This is an optimization exercise on Yosys and OpenROAD, whose aim is small area, a short achievable clock period and few clock cycles, not a production implementation. Where RTL was checked, it was by simulation tests only, not by an equivalence proof against the original. No activity file was given, so power comes from the tool's default toggle rates.

==> flow/design.v (excerpt) <==
module cle_xu (
    input  wire        clk,
    input  wire        rst,           
    input  wire        in_valid,
    output reg         in_ready,
    input  wire [5:0]  in_op,
    input  wire [2:0]  in_sub,
    input  wire [4:0]  in_qs,         
    input  wire [31:0] in_a,
    input  wire [31:0] in_b,
    input  wire [31:0] in_c,
    output reg         out_valid,
    output reg  [31:0] out_result,
    output reg  [3:0]  out_flags,     
    output reg         out_pred
);
==> flow/config.mk <==
export PLATFORM = sky130hd
export DESIGN_NAME = cle_xu
export DESIGN_NICKNAME = cle_xu
export VERILOG_FILES = /design/flow/design.v
export SDC_FILE = /design/flow/constraint.sdc
export NUM_CORES = 4
export LEC_CHECK = 0
export ABC_AREA = 1
export CAP_MARGIN = 30
export CORE_MARGIN = 2
export CORE_UTILIZATION = 50
export SLEW_MARGIN = 30
==> flow/constraint.sdc <==
create_clock -name core_clock -period 32.0 [get_ports {clk}]
set_input_delay 6.4000 -clock core_clock [delete_from_list [all_inputs] [get_ports {clk}]]
set_output_delay 6.4000 -clock core_clock [all_outputs]
set_load 0.01 [all_outputs]
standard.sh (not shown) runs the stock make flow with config.mk's settings and CLKGATE_MAP_FILE= SYNTH_SCRIPT=/design/flow/synth_recipe.tcl, a recipe that flattens the netlist after the stock synthesis.
==> flow/flow/run.sh <==
#!/bin/bash
set -uo pipefail
export SETUP_SLACK_MARGIN=24.55
export BUFFER_PORTS_ARGS="-buffer_cell sky130_fd_sc_hd__buf_2"
bash standard.sh > standard_flow.log 2>&1
Testbench counts at the start, summed over its fixed seeds: cycles 90,420.
Edit:
--- a/flow/design.v
+++ b/flow/design.v
@@ -170,50 +170,49 @@
             dv_neg <= dneg;
             dv_top <= dv_eq;
         end else if (dv_busy) begin
             dv_cnt <= dv_cnt - 4'd1;
             dv_r   <= st2[32:2];
             dv_q   <= {dv_q[27:0], st1[1:0], st2[1:0]};
         end
     end
     reg        v1;
     reg [63:0] s1, c1;
-    reg [4:0]  qs1;
+    reg [4:0]  sh1;           
     reg [5:0]  k1;
-    reg        shen1, issub1, useacc1, wracc1, clr1, accr1, sat_en1;
+    reg        issub1, useacc1, wracc1, clr1, accr1, sat_en1;
     reg [1:0]  idx1;
     reg        satf1, pred1, div0f1;
     reg        dvc1;          
     always @(posedge clk) begin
         v1      <= ((v0 & ~dv_load) | dv_done) & ~rst;
         dvc1    <= dv_done;
         s1      <= dv_done ? {dv_y, 31'd0} :
                    mulop   ? pp_s : {x_small, 31'd0};
         c1      <= (mulop & ~dv_done) ? pp_c : 64'd0;
-        qs1     <= qs0;
+        sh1     <= (~dv_done & (o_mac | o_msu | o_accw)) ? {~qs0[4], qs0[3:0]} : 5'd16;
         k1      <= dv_done ? 6'd31 : k_a;
-        shen1   <= ~dv_done & (o_mac | o_msu | o_accw);
         issub1  <= ~dv_done & o_msu;
         useacc1 <= ~dv_done & (o_mac | o_msu | o_accr);
         wracc1  <= ~dv_done & (o_mac | o_msu | o_accw);
         clr1    <= ~dv_done & o_accr & sub0[2];
         accr1   <= ~dv_done & o_accr;
         sat_en1 <= dv_done | ~(o_mac | o_msu | o_accw);
         idx1    <= sub0[1:0];
         satf1   <= ~dv_done & (o_clmp | o_rate) & sub0[0] & (gt_hi | lt_lo);
         pred1   <= ~dv_done & o_cmp & cmp_res;
         div0f1  <= ~dv_done & o_div & dz;
     end
     wire [63:0] p1;
     cle_xu_add #(64) u_cpa (.a(s1), .b({c1[63:31], c1[30] | (dvc1 & dv_c), c1[29:0]}),
                             .cin(1'b0), .s(p1), .cout());
-    wire [4:0]  sh5    = shen1 ? {~qs1[4], qs1[3:0]} : 5'd16;
+    wire [4:0]  sh5    = sh1;
     wire        psg    = p1[63];
     wire [64:0] ws0;
     wire [66:0] ws1;
     wire [70:0] ws2;
     wire [78:0] ws3;
     wire [89:15] w;
     generate
         for (g = 0; g <= 64; g = g + 1) begin : gw0
             if (g == 0)       assign ws0[g] = ~sh5[0] & p1[0];
             else if (g == 64) assign ws0[g] = psg;
After rerunning: First-iteration DRC count went up by a little under a tenth; non-clock buffer count came out higher by 6; routed wire length climbs slightly; via count came out lower slightly; maximum frequency falls slightly; clock power is about the same; synthesized area decreases slightly; cell area falls slightly; worst hold slack gets worse by 5.2 ps; register-to-register slack stays flat; core utilization barely changes; synthesized cell count fell by a few percent.
Only the layout flow was run in the second run of this note; the RTL was not checked for function there.

* * *

Another version of the RTL of cle_xu (not shown whole).
For scale: roughly 890 flip-flops, ~150 I/O pins.
// cle_xu
module cle_xu (
    input  wire        clk,
    input  wire        rst,           
    input  wire        in_valid,
    output reg         in_ready,
    input  wire [5:0]  in_op,
    input  wire [2:0]  in_sub,
    input  wire [4:0]  in_qs,         
    input  wire [31:0] in_a,
    input  wire [31:0] in_b,
    input  wire [31:0] in_c,
    output reg         out_valid,
    output reg  [31:0] out_result,
    output reg  [3:0]  out_flags,     
    output reg         out_pred
);
Settings: LEC_CHECK=0, ABC_AREA=1, CAP_MARGIN=30, CORE_MARGIN=2, CORE_UTILIZATION=50, SLEW_MARGIN=30; clock period 32.0 ns.
==> flow/flow/run.sh <==
#!/bin/bash
set -uo pipefail
export SETUP_SLACK_MARGIN=24.25
export BUFFER_PORTS_ARGS="-buffer_cell sky130_fd_sc_hd__buf_2"
bash standard.sh > standard_flow.log 2>&1
The starting point ran to the end with no violations.
Edit:
--- a/flow/design.v
+++ b/flow/design.v
@@ -169,51 +169,52 @@
             dv_q   <= {dw[15:0], 16'd0};
             dv_neg <= dneg;
             dv_top <= dv_eq;
         end else if (dv_busy) begin
             dv_cnt <= dv_cnt - 4'd1;
             dv_r   <= st2[32:2];
             dv_q   <= {dv_q[27:0], st1[1:0], st2[1:0]};
         end
     end
     reg        v1;
     reg [63:0] s1, c1;
-    reg [4:0]  sh1;           
+    reg [4:0]  qs1;
     reg [5:0]  k1;
-    reg        issub1, useacc1, wracc1, clr1, accr1, sat_en1;
+    reg        shen1, issub1, useacc1, wracc1, clr1, accr1, sat_en1;
     reg [1:0]  idx1;
     reg        satf1, pred1, div0f1;
     reg        dvc1;          
     always @(posedge clk) begin
         v1      <= ((v0 & ~dv_load) | dv_done) & ~rst;
         dvc1    <= dv_done;
         s1      <= dv_done ? {dv_y, 31'd0} :
                    mulop   ? pp_s : {x_small, 31'd0};
         c1      <= (mulop & ~dv_done) ? pp_c : 64'd0;
-        sh1     <= (~dv_done & (o_mac | o_msu | o_accw)) ? {~qs0[4], qs0[3:0]} : 5'd16;
+        qs1     <= qs0;
         k1      <= dv_done ? 6'd31 : k_a;
+        shen1   <= ~dv_done & (o_mac | o_msu | o_accw);
         issub1  <= ~dv_done & o_msu;
         useacc1 <= ~dv_done & (o_mac | o_msu | o_accr);
         wracc1  <= ~dv_done & (o_mac | o_msu | o_accw);
         clr1    <= ~dv_done & o_accr & sub0[2];
         accr1   <= ~dv_done & o_accr;
         sat_en1 <= dv_done | ~(o_mac | o_msu | o_accw);
         idx1    <= sub0[1:0];
         satf1   <= ~dv_done & (o_clmp | o_rate) & sub0[0] & (gt_hi | lt_lo);
         pred1   <= ~dv_done & o_cmp & cmp_res;
         div0f1  <= ~dv_done & o_div & dz;
     end
     wire [63:0] p1;
     cle_xu_add #(64) u_cpa (.a(s1), .b({c1[63:31], c1[30] | (dvc1 & dv_c), c1[29:0]}),
                             .cin(1'b0), .s(p1), .cout());
-    wire [4:0]  sh5    = sh1;
+    wire [4:0]  sh5    = shen1 ? {~qs1[4], qs1[3:0]} : 5'd16;
     wire        psg    = p1[63];
     wire [64:0] ws0;
     wire [66:0] ws1;
     wire [70:0] ws2;
     wire [78:0] ws3;
     wire [89:15] w;
     generate
         for (g = 0; g <= 64; g = g + 1) begin : gw0
             if (g == 0)       assign ws0[g] = ~sh5[0] & p1[0];
             else if (g == 64) assign ws0[g] = psg;
             else              assign ws0[g] = sh5[0] ? p1[g - 1] : p1[g];
@@ -266,44 +267,44 @@
         satf2   <= satf1;
         pred2   <= pred1;
         div0f2  <= div0f1;
     end
     reg [71:0] acc [0:3];
     wire [74:0] acc_in = useacc2 ? {{3{acc[idx2][71]}}, acc[idx2]} : 75'd0;
     wire [74:0] sum;
     cle_xu_add #(75) u_acc (.a(acc_in), .b({opnd2[73], opnd2}), .cin(cin2), .s(sum), .cout());
     wire        clip72 = ~(sum[74:71] == 4'b0000 || sum[74:71] == 4'b1111);
     wire [71:0] sat72  = clip72 ? (sum[74] ? {1'b1, 71'd0} : {1'b0, {71{1'b1}}}) : sum[71:0];
     reg        v3;
-    reg [71:15] x3;           
+    reg [71:0] x3;
     reg [5:0]  k3;
     reg        sat_en3, accr3, satf3, pred3, div0f3, accclip3;
     integer i;
     always @(posedge clk) begin
         if (rst_q) begin
             for (i = 0; i < 4; i = i + 1)
                 acc[i] <= 72'd0;
         end else if (v2 & (wracc2 | clr2)) begin
             acc[idx2] <= clr2 ? 72'd0 : sat72;
         end
         v3       <= v2 & ~rst;
-        x3       <= sum[71:15];   
+        x3       <= sum[71:0];    
         k3       <= k2;
         sat_en3  <= sat_en2;
         accr3    <= accr2;
         satf3    <= satf2;
         pred3    <= pred2;
         div0f3   <= div0f2;
         accclip3 <= wracc2 & clip72;
     end
-    wire [72:0] z  = {x3, 16'd0};
+    wire [72:0] z  = {x3, 1'b0};
     wire        sg = x3[71];
     wire [63:0] l5;
     wire [47:0] l4;
     wire [39:0] l3;
     wire [35:0] l2;
     wire [33:0] l1;
     wire [32:0] l0;
     generate
         for (g = 0; g < 64; g = g + 1) begin : g5
             if (g + 32 <= 72) assign l5[g] = k3[5] ? z[g + 32] : z[g];
             else              assign l5[g] = k3[5] ? sg : z[g];
Result: Area after synthesis rises slightly. Final cell count increases slightly. First-iteration DRC count rises slightly. Fmax hardly moves. Clock skew goes up by 0.0067 ns. Via count is higher slightly. Die area came out higher slightly. Worst setup slack stays flat. Synthesized cell count went up slightly. Register-to-register slack gains 0.06 ns.
Testbench counts after the change, summed over its fixed seeds: cycles 90,420.
The RTL of the first run of this note was laid out without a check of its function.

* * *

cle_xu again, from the RTL that the note above started with.
// cle_xu
module cle_xu (
    input  wire        clk,
    input  wire        rst,           
    input  wire        in_valid,
    output reg         in_ready,
    input  wire [5:0]  in_op,
    input  wire [2:0]  in_sub,
    input  wire [4:0]  in_qs,         
    input  wire [31:0] in_a,
    input  wire [31:0] in_b,
    input  wire [31:0] in_c,
    output reg         out_valid,
    output reg  [31:0] out_result,
    output reg  [3:0]  out_flags,     
    output reg         out_pred
);
    localparam OP_ADD   = 6'h01, OP_SUB  = 6'h02, OP_MUL   = 6'h03, OP_MAC  = 6'h04,
               OP_MSU   = 6'h05, OP_ACCR = 6'h06, OP_ACCW  = 6'h07, OP_MIN  = 6'h08,
               OP_MAX   = 6'h09, OP_ABS  = 6'h0A, OP_NEG   = 6'h0B, OP_SHV  = 6'h0C,
               OP_AND   = 6'h0D, OP_OR   = 6'h0E, OP_XOR   = 6'h0F, OP_CMP  = 6'h10,
               OP_CLAMP = 6'h12, OP_RATE = 6'h13, OP_DIV   = 6'h14, OP_MOV  = 6'h17;
    localparam [3:0] DIV_ITERS = 4'd8;    
    genvar g;
    reg        v0;
    reg [5:0]  op0;
    reg [2:0]  sub0;
    reg [4:0]  qs0;
    reg [31:0] a0, b0, c0;
    wire accept = in_valid & in_ready;
    reg  rst_q;               
    always @(posedge clk) begin
        rst_q <= rst;
        op0  <= in_op;
        sub0 <= in_sub;
        qs0  <= in_qs;
        a0   <= in_a;
        b0   <= in_b;
        c0   <= in_c;
        v0   <= accept & ~rst;
    end
    wire o_add  = op0 == OP_ADD,  o_sub  = op0 == OP_SUB,  o_mul  = op0 == OP_MUL;
    wire o_mac  = op0 == OP_MAC,  o_msu  = op0 == OP_MSU,  o_accr = op0 == OP_ACCR;
    wire o_accw = op0 == OP_ACCW, o_abs  = op0 == OP_ABS,  o_neg  = op0 == OP_NEG;
    wire o_shv  = op0 == OP_SHV,  o_cmp  = op0 == OP_CMP,  o_clmp = op0 == OP_CLAMP;
    wire o_rate = op0 == OP_RATE, o_div  = op0 == OP_DIV,  o_mov  = op0 == OP_MOV;
    wire mulop = o_mul | o_mac | o_msu;
    wire [63:0] pp_s, pp_c;
    cle_xu_booth u_mul (.a(a0), .b(b0), .s(pp_s), .c(pp_c));
    wire        negA  = o_neg | ((o_abs | o_div) & a0[31]);
    wire [32:0] ax    = {a0[31], a0};
    wire [32:0] bx    = {b0[31], b0};
    wire [32:0] cx33  = {c0[31], c0};
    wire [32:0] rl33  = b0[31] ? 33'd0 : {1'b0, b0};           
    wire [32:0] add_x = negA ? 33'd0 : o_rate ? cx33 : ax;
    wire [32:0] add_y = o_add ? bx : o_sub ? ~bx : negA ? ~ax : o_rate ? rl33 : 33'd0;
    wire [32:0] add_s;
  ...
Settings: LEC_CHECK=0, ABC_AREA=1, CAP_MARGIN=30, CORE_MARGIN=2, CORE_UTILIZATION=50, SLEW_MARGIN=30; clock period 32.0 ns.
==> flow/flow/run.sh <==
#!/bin/bash
set -uo pipefail
export SETUP_SLACK_MARGIN=24.4
export BUFFER_PORTS_ARGS="-buffer_cell sky130_fd_sc_hd__buf_2"
bash standard.sh > standard_flow.log 2>&1
Rerun with:
--- a/flow/design.v
+++ b/flow/design.v
@@ -265,46 +265,46 @@
         idx2    <= idx1;
         satf2   <= satf1;
         pred2   <= pred1;
         div0f2  <= div0f1;
     end
     reg [71:0] acc [0:3];
     wire [74:0] acc_in = useacc2 ? {{3{acc[idx2][71]}}, acc[idx2]} : 75'd0;
     wire [74:0] sum;
     cle_xu_add #(75) u_acc (.a(acc_in), .b({opnd2[73], opnd2}), .cin(cin2), .s(sum), .cout());
     wire        clip72 = ~(sum[74:71] == 4'b0000 || sum[74:71] == 4'b1111);
     wire [71:0] sat72  = clip72 ? (sum[74] ? {1'b1, 71'd0} : {1'b0, {71{1'b1}}}) : sum[71:0];
     reg        v3;
-    reg [71:15] x3;           
+    reg [71:0] x3;
     reg [5:0]  k3;
     reg        sat_en3, accr3, satf3, pred3, div0f3, accclip3;
     integer i;
     always @(posedge clk) begin
         if (rst_q) begin
             for (i = 0; i < 4; i = i + 1)
                 acc[i] <= 72'd0;
         end else if (v2 & (wracc2 | clr2)) begin
             acc[idx2] <= clr2 ? 72'd0 : sat72;
         end
         v3       <= v2 & ~rst;
-        x3       <= sum[71:15];   
+        x3       <= sum[71:0];    
         k3       <= k2;
         sat_en3  <= sat_en2;
         accr3    <= accr2;
         satf3    <= satf2;
         pred3    <= pred2;
         div0f3   <= div0f2;
         accclip3 <= wracc2 & clip72;
     end
-    wire [72:0] z  = {x3, 16'd0};
+    wire [72:0] z  = {x3, 1'b0};
     wire        sg = x3[71];
     wire [63:0] l5;
     wire [47:0] l4;
     wire [39:0] l3;
     wire [35:0] l2;
     wire [33:0] l1;
     wire [32:0] l0;
     generate
         for (g = 0; g < 64; g = g + 1) begin : g5
             if (g + 32 <= 72) assign l5[g] = k3[5] ? z[g + 32] : z[g];
             else              assign l5[g] = k3[5] ? sg : z[g];
         end
The new run went through all stages and came out clean.
Sequential power went up by about 3%.
Combinational power went up by about 4%.
Cell count went down by 0.72%.
Clock-buffer cell count went down by 6.
Register-to-register slack loses 0.33 ns.
Flip-flop and latch count went up by 15.
Clock skew went up by 0.0082 ns.
Total power went up by 2.6%.
Critical path depth does not change.
Final area stays flat.
Area after synthesis stays flat.
Worst setup slack gains 0.021 ns.
Synthesized cell count went down by about 1.3%.
Via count went up by about 0.6%.
No run of this note included a check of the RTL's function; only the layout flow was run.

[port drivers added, routing unchanged]
In the flow no input, the clock included, has a driving cell. The finished layouts below were timed again as built, in two steps.
Step 1 (the two cells are an assumption about what drives the block):
set clk [get_ports {clk}]
set_driving_cell -lib_cell sky130_fd_sc_hd__clkbuf_16 $clk
set_driving_cell -lib_cell sky130_fd_sc_hd__buf_2 [delete_from_list [all_inputs] $clk]
Step 2, shift: input delay + t, output delay - t, t = (earliest + latest rising clock arrival at the registers) / 2. This alone moves slack from input paths to output paths.
a / b / c = no drivers / after step 1 / after step 2; a / b = the first two.
run	t, ns	slack for setup (ns)	worst setup path after step 2	slew at the worst register clock pin (ns)
the first run of note 1	0.865	24.397 / 24.297 / 24.548	input to register	0.07 / 0.07
the second run of note 1	0.871	24.319 / 24.226 / 24.731	register to register	0.07 / 0.07
the first run of note 2	0.869	24.292 / 24.194 / 24.480	input to register	0.08 / 0.08
the second run of note 2	0.868	24.295 / 24.197 / 24.582	register to register	0.07 / 0.07
the first run of note 3	0.861	24.303 / 24.206 / 24.476	input to register	0.08 / 0.08
the second run of note 3	0.867	24.324 / 24.228 / 24.344	register to register	0.07 / 0.07
After both steps every run listed still meets setup and hold.
